This is an optimization exercise on Yosys and OpenROAD, whose aim is small area, a short achievable clock period and few clock cycles, not a production implementation.
Function was checked by simulation only, so behaviour that the tests miss may differ from the original.
Power is estimated from default activity; no workload was simulated.

==> tundra <==
==> flow/design.v (excerpt) <==
module fondant_enc (
    input  wire        clk,
    input  wire        rst,
    input  wire        cfg_commit,
    input  wire [2:0]  cfg_mode,
    input  wire [4:0]  cfg_k,
    input  wire [4:0]  cfg_kmin,
    input  wire [4:0]  cfg_kmax,
    input  wire [11:0] cfg_target,
    input  wire        start,
    output wire        start_ready,
    input  wire [4:0]  s_depth,
    input  wire [1:0]  s_plane,
    input  wire [3:0]  s_rows_m1,
    input  wire [5:0]  s_cols_m1,
    input  wire        pix_valid,
    output wire        pix_ready,
    input  wire [15:0] pix_data,
    output reg         word_valid,
    output reg  [31:0] word_data,
    output reg         done,
    output wire [63:0] done_hdr,
    output wire [15:0] done_code
);
    function lt21;
        input [20:0] a;
        input [20:0] b;
        integer k;
        reg r;
        begin
            r = 1'b0;
            for (k = 0; k < 21; k = k + 1)
                r = (~a[k] & b[k]) | ((~a[k] | b[k]) & r);
            lt21 = r;
        end
    endfunction
    reg               bud_r;     
    reg        [4:0]  kq;        
    reg        [4:0]  kmin_r;    
    reg        [4:0]  kmax_r;
    reg        [11:0] tgt_r;
    reg signed [19:0] bal;       
    reg        [9:0]  bfrac;     
    reg               cmt1;      
    reg        sr;               
    reg        busy;             
    assign start_ready = sr;
    assign pix_ready   = 1'b1;
    wire       st_x = start & sr;
    wire       fin1, fin2, last_r;
    wire       sr_nx = ~st_x & (sr | (last_r & ~bud_r) | fin2);
    wire       bneg  = bal[19];
    wire       b_lt4 = bneg & ~lt21({2'b00, ~bal[18:0]}, {7'd0, tgt_r, 2'b00});
    wire       b_lt1 = bneg & ~lt21({2'b00, ~bal[18:0]}, {9'd0, tgt_r});
    wire       b_gt1 = ~bneg & lt21({9'd0, tgt_r}, {2'b00, bal[18:0]});
    wire [5:0] kup2 = {1'b0, kq} + 6'd2;
    wire [5:0] kup1 = {1'b0, kq} + 6'd1;
    reg  [4:0] k_sel;
    always @* begin
        k_sel = kq;
        if (cmt1)
            k_sel = kmin_r;
        else if (bud_r) begin
            if (b_lt4)
                k_sel = lt21({16'd0, kmax_r}, {15'd0, kup2}) ? kmax_r : kup2[4:0];
            else if (b_lt1)
                k_sel = lt21({16'd0, kmax_r}, {15'd0, kup1}) ? kmax_r : kup1[4:0];
            else if (b_gt1)
  ...
==> flow/config.mk <==
export PLATFORM = sky130hd
export DESIGN_NAME = fondant_enc
export DESIGN_NICKNAME = fondant_enc
export VERILOG_FILES = /design/flow/design.v
export SDC_FILE = /design/flow/constraint.sdc
export NUM_CORES = 4
export LEC_CHECK = 0
export ABC_AREA = 1
export CAP_MARGIN = 20
export CORE_MARGIN = 2
export CORE_UTILIZATION = 60
export PLACE_DENSITY = 0.75
export SLEW_MARGIN = 20
==> flow/constraint.sdc <==
create_clock -name core_clock -period 36.0 [get_ports {clk}]
set_input_delay 7.2000 -clock core_clock [delete_from_list [all_inputs] [get_ports {clk}]]
set_output_delay 7.2000 -clock core_clock [all_outputs]
set_load 0.01 [all_outputs]
standard.sh (not shown) runs the stock make flow with config.mk's settings and CLKGATE_MAP_FILE= SYNTH_SCRIPT=/design/flow/synth_recipe.tcl, a recipe that flattens the netlist after the stock synthesis.
==> flow/flow/run.sh <==
#!/bin/bash
# Standard ORFS layout (the standard.sh, same synthesis script and
# registers) with these changes, all passed as ORFS variables:
#  - synthesis: no separate full/half-adder mapping, and ABC maps for area
#    with amap (flow/abc_area.script, used through a copy of ORFS's scripts
#    folder in which only that file differs)
#  - ports buffered with buf_2 instead of the default delay buffer
#  - clock tree: larger sink clusters, no dummy loads
#  - timing repair asked to leave 27.6 ns of setup slack (the SDC is unchanged)
set -e
rm -rf scripts_amap
cp -r "$FLOW_HOME/scripts" scripts_amap
cp flow/abc_area.script scripts_amap/abc_area.script
export SCRIPTS_DIR="$PWD/scripts_amap"
export ADDER_MAP_FILE=
export BUFFER_PORTS_ARGS="-buffer_cell sky130_fd_sc_hd__buf_2"
export CTS_ARGS="-sink_clustering_enable -repair_clock_nets -dont_use_dummy_load -sink_clustering_size 24 -sink_clustering_max_diameter 80"
export SETUP_SLACK_MARGIN=27.6
bash standard.sh > standard.log 2>&1
==> flow/flow/abc_area.script <==
strash
dch
amap
topo
==> xenon (differences from tundra) <==
--- a/flow/design.v
+++ b/flow/design.v
@@ -45,12 +45,12 @@
     reg        sr;               
     reg        busy;             
     assign start_ready = sr;
     assign pix_ready   = 1'b1;
     wire       st_x = start & sr;
-    wire       fin1, fin2, last_r;
-    wire       sr_nx = ~st_x & (sr | (last_r & ~bud_r) | fin2);
+    wire       fin1, fin2;
+    wire       sr_nx = ~st_x & (sr | (fin1 & ~bud_r) | fin2);
     wire       bneg  = bal[19];
     wire       b_lt4 = bneg & ~lt21({2'b00, ~bal[18:0]}, {7'd0, tgt_r, 2'b00});
     wire       b_lt1 = bneg & ~lt21({2'b00, ~bal[18:0]}, {9'd0, tgt_r});
     wire       b_gt1 = ~bneg & lt21({9'd0, tgt_r}, {2'b00, bal[18:0]});
     wire [5:0] kup2 = {1'b0, kq} + 6'd2;
@@ -90,21 +90,22 @@
         input [4:0] xb;
         input integer n;
         input [5:0] wv;
         reg   [5:0] rem;
         reg   [4:0] q;
-        reg   [6:0] s;
+        reg   [6:0] t;
+        reg   [7:0] d;
         integer j;
         begin
             rem = rem_i;
             q   = 5'd0;
             for (j = 4; j >= 0; j = j - 1) begin
                 if (j < n) begin
-                    s    = {1'b0, rem} - {2'b00, wv[5:1]} - {6'd0, ~xb[j]};
-                    q[j] = lt21({16'd0, wv[5:1]}, {15'd0, rem}) |
-                           ((rem == {1'b0, wv[5:1]}) & xb[j]);
-                    rem  = q[j] ? {s[4:0], ~xb[j]} : {rem[4:0], xb[j]};
+                    t    = {rem, xb[j]};
+                    d    = {1'b0, t} - {2'b00, wv};
+                    q[j] = ~d[7];
+                    rem  = d[7] ? t[5:0] : d[5:0];
                 end
             end
             dstep = {q, rem};
         end
     endfunction
@@ -245,11 +246,10 @@
         end
     end
     reg        fin1_r, fin2_r;
     assign fin1 = fin1_r;
     assign fin2 = fin2_r;
-    assign last_r = r_v & r_last;
     reg        bal_pend;
     reg [15:0] first_code;
     wire [10:0] words_fin = wcnt;
     wire [9:0]  raw_w     = nb[14:5];
     wire        coded     = ~lt21({11'd0, raw_w}, {10'd0, words_fin});
==> flow/flow/run.sh (replaced) <==
#!/bin/bash
# Standard ORFS layout (the standard.sh) with three changes, all passed
# as ORFS variables:
#  - ports buffered with buf_2 instead of the default delay buffer
#  - clock tree: larger sink clusters, no dummy loads
#  - timing repair asked to leave 27.6 ns of setup slack (the SDC is unchanged)
export BUFFER_PORTS_ARGS="-buffer_cell sky130_fd_sc_hd__buf_2"
export CTS_ARGS="-sink_clustering_enable -repair_clock_nets -dont_use_dummy_load -sink_clustering_size 24 -sink_clustering_max_diameter 80"
export SETUP_SLACK_MARGIN=27.6
bash standard.sh > standard.log 2>&1
Settings changed: ABC_AREA 1 to default, CORE_UTILIZATION 60 to 40, PLACE_DENSITY 0.75 to 0.6.
removed: flow/flow/abc_area.script
==> flow_summary_export.csv <==
group,metric,value,unit
run_status,status,"no timing/DRC/antenna violations",
global_routing,grt_max_degree,202,
power,p_per_area,51.34,mW/mm²
power,power_frac_comb,16.4,%
timing,hold_ws,0.3044,ns
layout,multi_input_area,0.01744,mm²
layout,nonClkBufAreaFrac,2.391,%
timing,post-route-period-util,23.22,%
layout,antenna_cells,0,
die,rows,115,
placed_design,place_ws,25.95,ns
detailed_routing,via_per_inst,6.090,
placed_design,hpwl,88080,µm
detailed_routing,dr.pass1.iters,9,
The numbers above come from tundra.

==> flow_summary_export.csv <==
group,metric,value,unit
power,p_per_area,59.27,mW/mm²
die,rows,150,
power,power_frac_comb,32.7,%
synthesis,synth_area,0.06699,mm²
layout,antenna_cells,3,
layout,final-clk-cell-share,2.984,%
run_status,status,"no timing/DRC/antenna violations",
timing,post-route-period-util,23.47,%
global_routing,grt_max_degree,156,
placed_design,place_ws,27.17,ns
layout,multi_input_area,0.02429,mm²
detailed_routing,via_per_inst,5.539,
critical_path,r2r_cells,31,
detailed_routing,dr.pass1.iters,6,
layout,nonClkBufAreaFrac,2.404,%
The numbers above come from xenon.

Testbench counts of tundra, summed over its fixed seeds: cycles 330,304.
Testbench counts of xenon, summed over its fixed seeds: cycles 330,448.

re-timing with driven ports:
The results above use ideal ports. As a check the final layouts listed here were re-extracted and re-timed, cells and wires unchanged.
Step 1 (the two cells are an assumption about what drives the block):
set clk [get_ports {clk}]
set_driving_cell -lib_cell sky130_fd_sc_hd__clkbuf_16 $clk
set_driving_cell -lib_cell sky130_fd_sc_hd__buf_2 [delete_from_list [all_inputs] $clk]
Step 2, shift: input delay + t, output delay - t, t = (earliest + latest rising clock arrival at the registers) / 2. This alone moves slack from input paths to output paths.
Three values: ideal, step 1, step 2; two values: the first two.
run | t, ns | slack for setup (ns) | worst slew at a driven data input, ns
tundra | 0.722 | 27.642 / 27.573 / 27.296 | 0.06
xenon | 0.795 | 27.551 / 27.460 / 27.311 | 0.09
After both steps setup and hold are still met in every run listed. For tundra, which loses most, drivers alone change the setup slack by -0.069 ns; drivers and shift together by -0.346 ns.
